Background: an optimization exercise with open tools, aiming at small area and a short achievable clock period. Do not read the settings as production practice. Only simulation tests tie the RTL to the original design; equivalence was not proved. No activity file was given, so power comes from the tool's default toggle rates.

P:
==> flow/design.v (excerpt) <==
module flt_rank_det (
    input  wire        clk,
    input  wire        rst,
    input  wire        sync,
    input  wire        cfg_rank_en,
    input  wire [4:0]  cfg_win,
    input  wire [4:0]  cfg_k,
    input  wire        cfg_suppress,
    input  wire [15:0] cfg_settle_base,
    input  wire [4:0]  cfg_pk_log2,
    input  wire [4:0]  cfg_rms_log2,
    input  wire [3:0]  cfg_atk,
    input  wire [3:0]  cfg_dcy,
    input  wire        in_valid,
    input  wire [15:0] in_data,
    output reg         out_valid,
    output reg  [15:0] out_data,
    output reg         out_settling,
    output reg         env_valid,
    output wire [15:0] env,
    output reg         env_ok,
    output reg         pk_valid,
    output wire [15:0] pk,
    output wire        pk_ok,
    output reg         rms_valid,
    output wire [15:0] rms,
    output wire        rms_ok
);
For scale: about 5200 cells after synthesis, about 630 flip-flops, about 140 I/O pins, roughly 42000 µm² of cells after synthesis.
Settings: LEC_CHECK=0, ABC_AREA=1, CAP_MARGIN=20, CORE_MARGIN=2, CORE_UTILIZATION=58, CTS_CLUSTER_DIAMETER=60, CTS_CLUSTER_SIZE=30, SLEW_MARGIN=20; clock period 15.0 ns.
standard.sh (not shown) runs the stock make flow with config.mk's settings and CLKGATE_MAP_FILE= SYNTH_SCRIPT=/design/flow/synth_recipe.tcl, a recipe that flattens the netlist after the stock synthesis.
==> flow/flow/run.sh <==
#!/bin/bash
# Standard synthesis, then the standard ORFS layout steps with:
# - port buffers of a plain buffer cell (buf_2) rather than the default,
set -euo pipefail
bash standard.sh synth > synth.log 2>&1
bash standard.sh SETUP_SLACK_MARGIN=10.9 TNS_END_PERCENT=100 \
    "BUFFER_PORTS_ARGS=-buffer_cell sky130_fd_sc_hd__buf_2" finish > layout.log 2>&1
Here is what was changed in the inputs of Q compared with P.
==> flow/flow/run.sh <==
#!/bin/bash
# Standard synthesis, then the standard ORFS layout steps with:
# - port buffers of a plain buffer cell (buf_2) rather than the default,
set -euo pipefail
bash standard.sh synth > synth.log 2>&1
bash standard.sh SETUP_SLACK_MARGIN=10.6 TNS_END_PERCENT=100 \
    "BUFFER_PORTS_ARGS=-buffer_cell sky130_fd_sc_hd__buf_2" finish > layout.log 2>&1
==> results.txt <==
Q ended up with e_b[15] as its start point of the critical path; P ended up with pk_bok.
Changes observed in Q relative to P: remaining antenna violation count held steady, non-clock buffer total of the final layout shrank by 23%, non-filler instance count after layout shrank by 98.
Number of global-route vias before repair sits lower in Q than in P.
From P to Q the numbers moved as follows: achievable clock frequency fell 0.81%, clock skew rose by 6.9 ps, first-pass GRT wire length lower.


flt_rank_det, a different RTL version from the one above (not shown whole).
For scale: ~6000 cells after synthesis, ~640 flip-flops, ~0.045 mm2 of cells after synthesis.
Design flt_rank_det, start of the top module:
module flt_rank_det (
    input  wire        clk,
    input  wire        rst,
    input  wire        sync,
    input  wire        cfg_rank_en,
    input  wire [4:0]  cfg_win,
    input  wire [4:0]  cfg_k,
    input  wire        cfg_suppress,
    input  wire [15:0] cfg_settle_base,
    input  wire [4:0]  cfg_pk_log2,
    input  wire [4:0]  cfg_rms_log2,
    input  wire [3:0]  cfg_atk,
    input  wire [3:0]  cfg_dcy,
    input  wire        in_valid,
    input  wire [15:0] in_data,
    output reg         out_valid,
    output reg  [15:0] out_data,
    output reg         out_settling,
    output reg         env_valid,
    output wire [15:0] env,
    output reg         env_ok,
    output reg         pk_valid,
    output wire [15:0] pk,
    output wire        pk_ok,
    output reg         rms_valid,
    output wire [15:0] rms,
    output wire        rms_ok
);
Settings: LEC_CHECK=0, ABC_AREA=1, CAP_MARGIN=20, CORE_MARGIN=2, CORE_UTILIZATION=58, CTS_CLUSTER_DIAMETER=60, CTS_CLUSTER_SIZE=30, SLEW_MARGIN=20; clock period 15.0 ns.
==> flow/flow/run.sh <==
#!/bin/bash
# Standard synthesis, then the standard ORFS layout steps with:
# - port buffers of a plain buffer cell (buf_2) rather than the default,
set -euo pipefail
bash standard.sh synth > synth.log 2>&1
bash standard.sh SETUP_SLACK_MARGIN=10.6 TNS_END_PERCENT=100 \
    "BUFFER_PORTS_ARGS=-buffer_cell sky130_fd_sc_hd__buf_2" finish > layout.log 2>&1
==> next run, changes <==
CORE_UTILIZATION = 50   (was 58)
After rerunning: Wire length rose by 2.8%. Area after synthesis does not change. Synthesized cell count stays the same.
==> next run, changes <==
--- a/flow/flow/run.sh
+++ b/flow/flow/run.sh
@@ -5,3 +5,3 @@
 bash standard.sh synth > synth.log 2>&1
-bash standard.sh SETUP_SLACK_MARGIN=10.6 TNS_END_PERCENT=100 \
+bash standard.sh SETUP_SLACK_MARGIN=10.8 TNS_END_PERCENT=100 \
     "BUFFER_PORTS_ARGS=-buffer_cell sky130_fd_sc_hd__buf_2" finish > layout.log 2>&1
CORE_UTILIZATION = 65   (was 50)
Synthesized area does not change.
Setup slack improved by 53 ps.
Clock-buffer cell count goes down by 25.
Synthesized cell count is unchanged.
Power goes down by 2.8%.
Register-to-register slack improved by 50 ps.
Final cell count goes down by 2.9%.
Worst hold slack got worse by 8.6 ps.
Flip-flop and latch count stays the same.
Global-route usage goes up by 8.1 points.
==> next run, changes <==
--- a/flow/flow/run.sh
+++ b/flow/flow/run.sh
@@ -5,3 +5,3 @@
 bash standard.sh synth > synth.log 2>&1
-bash standard.sh SETUP_SLACK_MARGIN=10.8 TNS_END_PERCENT=100 \
+bash standard.sh SETUP_SLACK_MARGIN=10.6 TNS_END_PERCENT=100 \
     "BUFFER_PORTS_ARGS=-buffer_cell sky130_fd_sc_hd__buf_2" finish > layout.log 2>&1
CORE_UTILIZATION = 70   (was 65)
Result: Non-clock buffer count shrinks by 98. Power shrinks by a few percent. Wire length shrinks slightly. Die area shrinks by a little under a tenth. Worst hold slack barely changes. Area after synthesis is unchanged. Count of clock-buffer cells in the layout shrinks by 7. Maximum frequency shrinks slightly.


Another version of the RTL of flt_rank_det (not shown whole).
Size: roughly 5300 cells after synthesis, ~140 I/O pins, about 0.042 mm² of cells after synthesis.
==> flow/design.v (excerpt) <==
module flt_rank_det (
    input  wire        clk,
    input  wire        rst,
    input  wire        sync,
    input  wire        cfg_rank_en,
    input  wire [4:0]  cfg_win,
    input  wire [4:0]  cfg_k,
    input  wire        cfg_suppress,
    input  wire [15:0] cfg_settle_base,
    input  wire [4:0]  cfg_pk_log2,
    input  wire [4:0]  cfg_rms_log2,
    input  wire [3:0]  cfg_atk,
    input  wire [3:0]  cfg_dcy,
    input  wire        in_valid,
    input  wire [15:0] in_data,
    output reg         out_valid,
    output reg  [15:0] out_data,
    output reg         out_settling,
    output reg         env_valid,
    output wire [15:0] env,
    output reg         env_ok,
    output reg         pk_valid,
    output wire [15:0] pk,
    output wire        pk_ok,
    output reg         rms_valid,
    output wire [15:0] rms,
    output wire        rms_ok
);
export LEC_CHECK = 0
export ABC_AREA = 1
export CAP_MARGIN = 20
export CORE_MARGIN = 2
export CORE_UTILIZATION = 58
export CTS_CLUSTER_DIAMETER = 60
export CTS_CLUSTER_SIZE = 30
export SLEW_MARGIN = 20
create_clock -name core_clock -period 15.0 [get_ports {clk}]
==> flow/flow/run.sh <==
#!/bin/bash
# Standard synthesis, then the standard ORFS layout steps with:
# - port buffers of a plain buffer cell (buf_2) rather than the default,
set -euo pipefail
bash standard.sh synth > synth.log 2>&1
bash standard.sh SETUP_SLACK_MARGIN=10.75 TNS_END_PERCENT=20 \
    "BUFFER_PORTS_ARGS=-buffer_cell sky130_fd_sc_hd__buf_2" finish > layout.log 2>&1
Then changed:
--- a/flow/flow/run.sh
+++ b/flow/flow/run.sh
@@ -6 +6 @@
-bash standard.sh SETUP_SLACK_MARGIN=10.75 TNS_END_PERCENT=20 \
+bash standard.sh SETUP_SLACK_MARGIN=10.85 TNS_END_PERCENT=100 \
After rerunning: Final area rose by a few percent; wire length grows slightly; setup slack improves by 0.051 ns; first-iteration DRC count climbs by a little under a tenth; final cell count increases slightly; total power came out higher by a few percent; sequential share of layout area fell by 0.65 points; global-route usage went up by 0.65 points.

[port drivers added, routing unchanged]
How much do the figures lean on ideal ports? The routed layouts below were timed once more, with nothing changed but the port constraints. Step 1 sets driving cells, clkbuf_16 on the clock port and buf_2 on the other inputs (assumed; they add their load-dependent delay and slew). Step 2 also shifts input and output timing later by t, the mid clock arrival at the registers, as if the neighbouring blocks saw the same clock. Three values: ideal ports, drivers, drivers and shift; two values: the first two.
run | shift t [ns] | setup WS [ns] | clock arrival spread, ns
P | 0.708 | 10.670 / 10.600 / 10.355 | 0.050 / 0.050
Q | 0.702 | 10.634 / 10.586 / 10.352 | 0.054 / 0.054
the first run of note 2 | 0.735 | 10.627 / 10.554 / 10.507 | 0.037 / 0.038
the second run of note 2 | 0.716 | 10.496 / 10.496 / 10.496 | 0.042 / 0.041
the third run of note 2 | 0.718 | 10.549 / 10.549 / 10.523 | 0.054 / 0.055
the fourth run of note 2 | 0.714 | 10.512 / 10.512 / 10.476 | 0.021 / 0.021
the first run of note 3 | 0.710 | 10.626 / 10.555 / 10.555 | 0.048 / 0.048
the second run of note 3 | 0.733 | 10.677 / 10.675 / 10.319 | 0.051 / 0.050
After both steps setup and hold are still met in every run listed. The setup slack of the second run of note 3, which loses most, moves by -0.002 ns with the drivers and by -0.358 ns with both steps.
